Source: an optimization exercise on an open RTL-to-GDS flow (aim: small area, a short achievable clock period and few clock cycles per item). Production flows keep margins and buffers that such runs may drop.
Where RTL was checked, it was by simulation tests only, not by an equivalence proof against the original.

==> flow/design.v <==
module sha256_engine (
    input  wire         clk,
    input  wire         rst,
    input  wire         in_valid,
    output wire         in_ready,
    input  wire         first,
    input  wire [511:0] block,       
    output reg          out_valid,
    output wire [255:0] digest       
);
    localparam [255:0] IV = {32'h6a09e667, 32'hbb67ae85, 32'h3c6ef372, 32'ha54ff53a,
                             32'h510e527f, 32'h9b05688c, 32'h1f83d9ab, 32'h5be0cd19};
    localparam [2047:0] KR = {
        32'hb5c0fbcf, 32'he9b5dba5, 32'h3956c25b, 32'h59f111f1, 32'h923f82a4, 32'hab1c5ed5, 32'hd807aa98, 32'h12835b01,
        32'h243185be, 32'h550c7dc3, 32'h72be5d74, 32'h80deb1fe, 32'h9bdc06a7, 32'hc19bf174, 32'he49b69c1, 32'hefbe4786,
        32'h0fc19dc6, 32'h240ca1cc, 32'h2de92c6f, 32'h4a7484aa, 32'h5cb0a9dc, 32'h76f988da, 32'h983e5152, 32'ha831c66d,
        32'hb00327c8, 32'hbf597fc7, 32'hc6e00bf3, 32'hd5a79147, 32'h06ca6351, 32'h14292967, 32'h27b70a85, 32'h2e1b2138,
        32'h4d2c6dfc, 32'h53380d13, 32'h650a7354, 32'h766a0abb, 32'h81c2c92e, 32'h92722c85, 32'ha2bfe8a1, 32'ha81a664b,
        32'hc24b8b70, 32'hc76c51a3, 32'hd192e819, 32'hd6990624, 32'hf40e3585, 32'h106aa070, 32'h19a4c116, 32'h1e376c08,
        32'h2748774c, 32'h34b0bcb5, 32'h391c0cb3, 32'h4ed8aa4a, 32'h5b9cca4f, 32'h682e6ff3, 32'h748f82ee, 32'h78a5636f,
        32'h84c87814, 32'h8cc70208, 32'h90befffa, 32'ha4506ceb, 32'hbef9a3f7, 32'hc67178f2, 32'h428a2f98, 32'h71374491};
    function [31:0] rotr;
        input [31:0] x;
        input integer n;
        rotr = (x >> n) | (x << (32 - n));
    endfunction
    function [31:0] maj3;
        input [31:0] x, y, z;
        maj3 = (x & y) | (x & z) | (y & z);
    endfunction
    function [31:0] add32;
        input [31:0] x, y;
        reg   [31:0] gg, pp, gn, pn;
        integer i, k;
        begin
            gg = x & y;
            pp = x ^ y;
            for (k = 1; k < 32; k = k * 2) begin
                gn = gg;
                pn = pp;
                for (i = k; i < 32; i = i + 1) begin
                    gn[i] = gg[i] | (pp[i] & gg[i-k]);
                    pn[i] = pp[i] & pp[i-k];
                end
                gg = gn;
                pp = pn;
            end
            add32 = x ^ y ^ {gg[30:0], 1'b0};
        end
    endfunction
    function [31:0] add32k;
        input [31:0] x, y;
        reg   [31:0] gg, pp;
        integer i, k, j;
        begin
            gg = x & y;
            pp = x ^ y;
            for (k = 1; k < 32; k = k * 2)
                for (i = 0; i < 32; i = i + 1)
                    if (i & k) begin
                        j = (i / k) * k - 1;
                        gg[i] = gg[i] | (pp[i] & gg[j]);
                        pp[i] = pp[i] & pp[j];
                    end
            add32k = x ^ y ^ {gg[30:0], 1'b0};
        end
    endfunction
    function [63:0] c42;
        input [31:0] x1, x2, x3, x4;
        reg   [31:0] t12, t34, t, co, ci, cy;
        begin
            t12 = x1 ^ x2;
            t34 = x3 ^ x4;
            co  = (t12 & x3) | (~t12 & x1);        
            ci  = {co[30:0], 1'b0};
            t   = t12 ^ t34;
            cy  = (t & ci) | (~t & x4);
            c42 = {cy[30:0], 1'b0, t ^ ci};
        end
    endfunction
    function [63:0] csa;
        input [31:0] x, y, z;
        csa = {maj3(x, y, z) << 1, x ^ y ^ z};
    endfunction
    reg          busy;                 
    reg          prep;                 
    reg          pend;                 
    reg          fq;                   
    reg          hiv;                  
    reg          f0;                   
    reg          liv_q, xfer_q;        
    reg          ivc;                  
    reg          rdy;
    reg  [5:0]   r;                    
    reg          f61, f62, f63;        
    reg  [31:0]  k_q;                  
    reg  [255:0] h_q;                  
    reg  [31:0]  a, b, c, d, e, f, g, h;
    reg  [31:0]  x_q;                  
    reg  [31:0]  w [0:15];             
    assign in_ready = rdy;
    assign digest   = h_q;
    wire idle = ~busy & ~prep;
    wire r62  = f62;
    wire last = f63;
    wire [255:0] hs = h_q;
    wire [31:0] H0 = hs[255:224], H1 = hs[223:192], H2 = hs[191:160], H3 = hs[159:128];
    wire [31:0] H4 = hs[127:96],  H5 = hs[95:64],   H6 = hs[63:32],   H7 = hs[31:0];
    wire [31:0] s1   = rotr(e, 6) ^ rotr(e, 11) ^ rotr(e, 25);
    wire [31:0] ch   = (e & f) | (~e & g);
    wire [31:0] s0   = rotr(a, 2) ^ rotr(a, 13) ^ rotr(a, 22);
    wire [31:0] mj   = maj3(a, b, c);
    wire [31:0] z0   = last ? hs[255:224] : 32'd0;
    wire [31:0] z4   = last ? hs[127:96]  : 32'd0;
    wire [63:0] p1   = csa(x_q, s1, ch);                 
    wire [63:0] p2   = csa(s0, mj, z0);                  
    wire [63:0] p3   = c42(p1[31:0], p1[63:32], p2[31:0], p2[63:32]);
    wire [31:0] a_n  = add32(p3[31:0], p3[63:32]);
    wire [63:0] q1   = csa(x_q, d, z4);                  
    wire [63:0] q2   = c42(q1[31:0], q1[63:32], ch, s1);    
    wire [31:0] e_n  = add32(q2[31:0], q2[63:32]);
    wire        r61 = f61;
    wire [31:0] ha  = r61 ? H3 : (r62 ? H2 : H1);
    wire [31:0] he  = r61 ? H7 : (r62 ? H6 : H5);
    wire [31:0] za  = add32k(a, ha);
    wire [31:0] ze  = add32k(e, he);
    wire        xfer    = xfer_q;      
    wire        load_iv = liv_q;       
    wire [31:0] a_in = load_iv ? IV[255:224] : (prep ? h_q[255:224] : a_n);
    wire [31:0] b_in = load_iv ? IV[223:192] : (prep ? h_q[223:192] : (last ? za : a));
    wire [31:0] c_in = load_iv ? IV[191:160] : (xfer ? h_q[191:160] : b);
    wire [31:0] d_in = load_iv ? IV[159:128] : (xfer ? h_q[159:128] : c);
    wire [31:0] e_in = load_iv ? IV[127:96]  : (prep ? h_q[127:96]  : e_n);
    wire [31:0] f_in = load_iv ? IV[95:64]   : (prep ? h_q[95:64]   : (last ? ze : e));
    wire [31:0] g_in = load_iv ? IV[63:32]   : (xfer ? h_q[63:32]   : f);
    wire [31:0] h_in = load_iv ? IV[31:0]    : (xfer ? h_q[31:0]    : g);
    wire [63:0] x1  = csa(k_q, w[0], h_in);
    wire [31:0] x_n = add32(x1[31:0], x1[63:32]);
    wire [31:0] ss0   = rotr(w[1], 7) ^ rotr(w[1], 18) ^ (w[1] >> 3);
    wire [31:0] ss1   = rotr(w[14], 17) ^ rotr(w[14], 19) ^ (w[14] >> 10);
    wire [63:0] m1    = csa(w[0], w[9], ss0);
    wire [63:0] m2    = csa(m1[31:0], m1[63:32], ss1);
    wire [31:0] w_new = add32(m2[31:0], m2[63:32]);
    wire wload  = idle | r62;
    integer i;
    always @(posedge clk) begin
        for (i = 0; i < 15; i = i + 1)
            w[i] <= wload ? block[511 - 32*i -: 32] : w[i+1];
        w[15] <= wload ? block[31:0] : w_new;
        x_q <= x_n;
        k_q <= KR[2047 - 32*r -: 32];
        {a, b, c, d, e, f, g, h} <= {a_in, b_in, c_in, d_in, e_in, f_in, g_in, h_in};
        if ((prep & (fq | ivc)) | (f0 & hiv))
            h_q <= IV;
        if (r61) begin
            h_q[159:128] <= za;
            h_q[31:0]    <= ze;
        end
        if (r62) begin
            h_q[191:160] <= za;
            h_q[63:32]   <= ze;
        end
        if (last) begin
            h_q[255:224] <= a_n;
            h_q[223:192] <= za;
            h_q[127:96]  <= e_n;
            h_q[95:64]   <= ze;
        end
        if (rst) begin
            busy      <= 1'b0;
            prep      <= 1'b0;
            pend      <= 1'b0;
            ivc       <= 1'b1;
            rdy       <= 1'b1;
            r         <= 6'd62;
            f0        <= 1'b0;
            liv_q     <= 1'b0;
            xfer_q    <= 1'b0;
            f61       <= 1'b0;
            f62       <= 1'b0;
            f63       <= 1'b0;
            out_valid <= 1'b0;
        end else begin
            out_valid <= last;
            f0  <= prep | (last & pend);
            liv_q  <= in_valid & ((idle & (first | ivc)) | (r62 & first));
            xfer_q <= (idle & in_valid) | r62;
            f61 <= busy & (r == 6'd60);
            f62 <= f61;
            f63 <= f62;
            if (idle) begin
                if (in_valid) begin
                    prep <= 1'b1;
                    fq   <= first;
                    rdy  <= 1'b0;
                    r    <= 6'd63;
                end
            end
            if (prep) begin
                prep <= 1'b0;
                busy <= 1'b1;
                r    <= 6'd0;
                hiv  <= fq | ivc;
                ivc  <= 1'b0;
            end
            if (busy) begin
                r   <= r + 6'd1;
                rdy <= f61;
                if (r62 & in_valid) begin
                    pend <= 1'b1;
                    fq   <= first;
                end
                if (last) begin
                    pend <= 1'b0;
                    hiv  <= fq;
                    if (!pend) begin
                        busy <= 1'b0;
                        r    <= 6'd62;
                        rdy  <= 1'b1;
                    end
                end
            end
        end
    end
endmodule
Settings: LEC_CHECK=0, ABC_AREA=1, CAP_MARGIN=20, CORE_MARGIN=2, CORE_UTILIZATION=40, SLEW_MARGIN=20; clock period 10.0 ns.
standard.sh (not shown) runs the stock make flow with config.mk's settings and CLKGATE_MAP_FILE= SYNTH_SCRIPT=/design/flow/synth_recipe.tcl, a recipe that flattens the netlist after the stock synthesis.
==> flow/flow/run.sh <==
#!/bin/bash
set -euo pipefail
export SETUP_SLACK_MARGIN=6
export BUFFER_PORTS_ARGS="-buffer_cell sky130_fd_sc_hd__buf_1"
bash standard.sh > standard.log 2>&1
Then changed:
--- a/flow/design.v
+++ b/flow/design.v
@@ -28,43 +28,38 @@
         input [31:0] x, y, z;
         maj3 = (x & y) | (x & z) | (y & z);
     endfunction
     function [31:0] add32;
         input [31:0] x, y;
-        reg   [31:0] gg, pp, gn, pn;
-        integer i, k;
+        reg   [31:0] gg, pp;
         begin
             gg = x & y;
             pp = x ^ y;
-            for (k = 1; k < 32; k = k * 2) begin
-                gn = gg;
-                pn = pp;
-                for (i = k; i < 32; i = i + 1) begin
-                    gn[i] = gg[i] | (pp[i] & gg[i-k]);
-                    pn[i] = pp[i] & pp[i-k];
-                end
-                gg = gn;
-                pp = pn;
-            end
+            gg = gg | (pp & (gg << 1));   pp = pp & (pp << 1);
+            gg = gg | (pp & (gg << 2));   pp = pp & (pp << 2);
+            gg = gg | (pp & (gg << 4));   pp = pp & (pp << 4);
+            gg = gg | (pp & (gg << 8));   pp = pp & (pp << 8);
+            gg = gg | (pp & (gg << 16));
             add32 = x ^ y ^ {gg[30:0], 1'b0};
         end
     endfunction
-    function [31:0] add32k;
+    function [31:0] add32s;
         input [31:0] x, y;
         reg   [31:0] gg, pp;
-        integer i, k, j;
         begin
             gg = x & y;
             pp = x ^ y;
-            for (k = 1; k < 32; k = k * 2)
-                for (i = 0; i < 32; i = i + 1)
-                    if (i & k) begin
-                        j = (i / k) * k - 1;
-                        gg[i] = gg[i] | (pp[i] & gg[j]);
-                        pp[i] = pp[i] & pp[j];
-                    end
-            add32k = x ^ y ^ {gg[30:0], 1'b0};
+            gg = gg | (32'haaaaaaaa & pp & (gg << 1));   pp = (pp & ~32'haaaaaaaa) | (32'haaaaaaaa & pp & (pp << 1));
+            gg = gg | (32'h88888888 & pp & (gg << 2));   pp = (pp & ~32'h88888888) | (32'h88888888 & pp & (pp << 2));
+            gg = gg | (32'h80808080 & pp & (gg << 4));   pp = (pp & ~32'h80808080) | (32'h80808080 & pp & (pp << 4));
+            gg = gg | (32'h80008000 & pp & (gg << 8));   pp = (pp & ~32'h80008000) | (32'h80008000 & pp & (pp << 8));
+            gg = gg | (32'h80000000 & pp & (gg << 16));   pp = (pp & ~32'h80000000) | (32'h80000000 & pp & (pp << 16));
+            gg = gg | (32'h00800000 & pp & (gg << 8));   pp = (pp & ~32'h00800000) | (32'h00800000 & pp & (pp << 8));
+            gg = gg | (32'h08080800 & pp & (gg << 4));   pp = (pp & ~32'h08080800) | (32'h08080800 & pp & (pp << 4));
+            gg = gg | (32'h22222220 & pp & (gg << 2));   pp = (pp & ~32'h22222220) | (32'h22222220 & pp & (pp << 2));
+            gg = gg | (32'h55555554 & pp & (gg << 1));   pp = (pp & ~32'h55555554) | (32'h55555554 & pp & (pp << 1));
+            add32s = x ^ y ^ {gg[30:0], 1'b0};
         end
     endfunction
     function [63:0] c42;
         input [31:0] x1, x2, x3, x4;
         reg   [31:0] t12, t34, t, co, ci, cy;
@@ -120,12 +115,12 @@
     wire [63:0] q2   = c42(q1[31:0], q1[63:32], ch, s1);    
     wire [31:0] e_n  = add32(q2[31:0], q2[63:32]);
     wire        r61 = f61;
     wire [31:0] ha  = r61 ? H3 : (r62 ? H2 : H1);
     wire [31:0] he  = r61 ? H7 : (r62 ? H6 : H5);
-    wire [31:0] za  = add32k(a, ha);
-    wire [31:0] ze  = add32k(e, he);
+    wire [31:0] za  = add32s(a, ha);
+    wire [31:0] ze  = add32s(e, he);
     wire        xfer    = xfer_q;      
     wire        load_iv = liv_q;       
     wire [31:0] a_in = load_iv ? IV[255:224] : (prep ? h_q[255:224] : a_n);
     wire [31:0] b_in = load_iv ? IV[223:192] : (prep ? h_q[223:192] : (last ? za : a));
     wire [31:0] c_in = load_iv ? IV[191:160] : (xfer ? h_q[191:160] : b);
Result: The new run finished with timing, DRC and antenna clean; utilization went up by 1.8 points; cell count went down by 2.3%; final area went up by 2.3%; wire length went up by 2.8%.
Testbench counts after the change, summed over its fixed seeds: cycles 81,944, blocks 1,280.
No functional check of the RTL was part of the first run of this note.

-- port drivers added, routing unchanged --
Ports are ideal in the flow. The routed layouts listed here were re-timed in OpenROAD.
Step 1 (the two cells are an assumption about what drives the block):
set clk [get_ports {clk}]
set_driving_cell -lib_cell sky130_fd_sc_hd__clkbuf_16 $clk
set_driving_cell -lib_cell sky130_fd_sc_hd__buf_2 [delete_from_list [all_inputs] $clk]
Step 2 times the ports against the registers' clock, not the clock port: input delays grow and output delays shrink by t, the midpoint of the rising clock arrivals with the driver on.
Three values: no drivers, after step 1, after step 2; two values: the first two.
run | shift t [ns] | slack for setup (ns) | latest minus earliest clock arrival (ns) | pins driven straight from the clock port
the first run | 0.844 | 5.807 / 5.807 / 5.807 | 0.109 / 0.109 | 1
the second run | 0.841 | 5.841 / 5.841 / 5.841 | 0.061 / 0.061 | 1
After both steps every run listed still meets setup and hold.
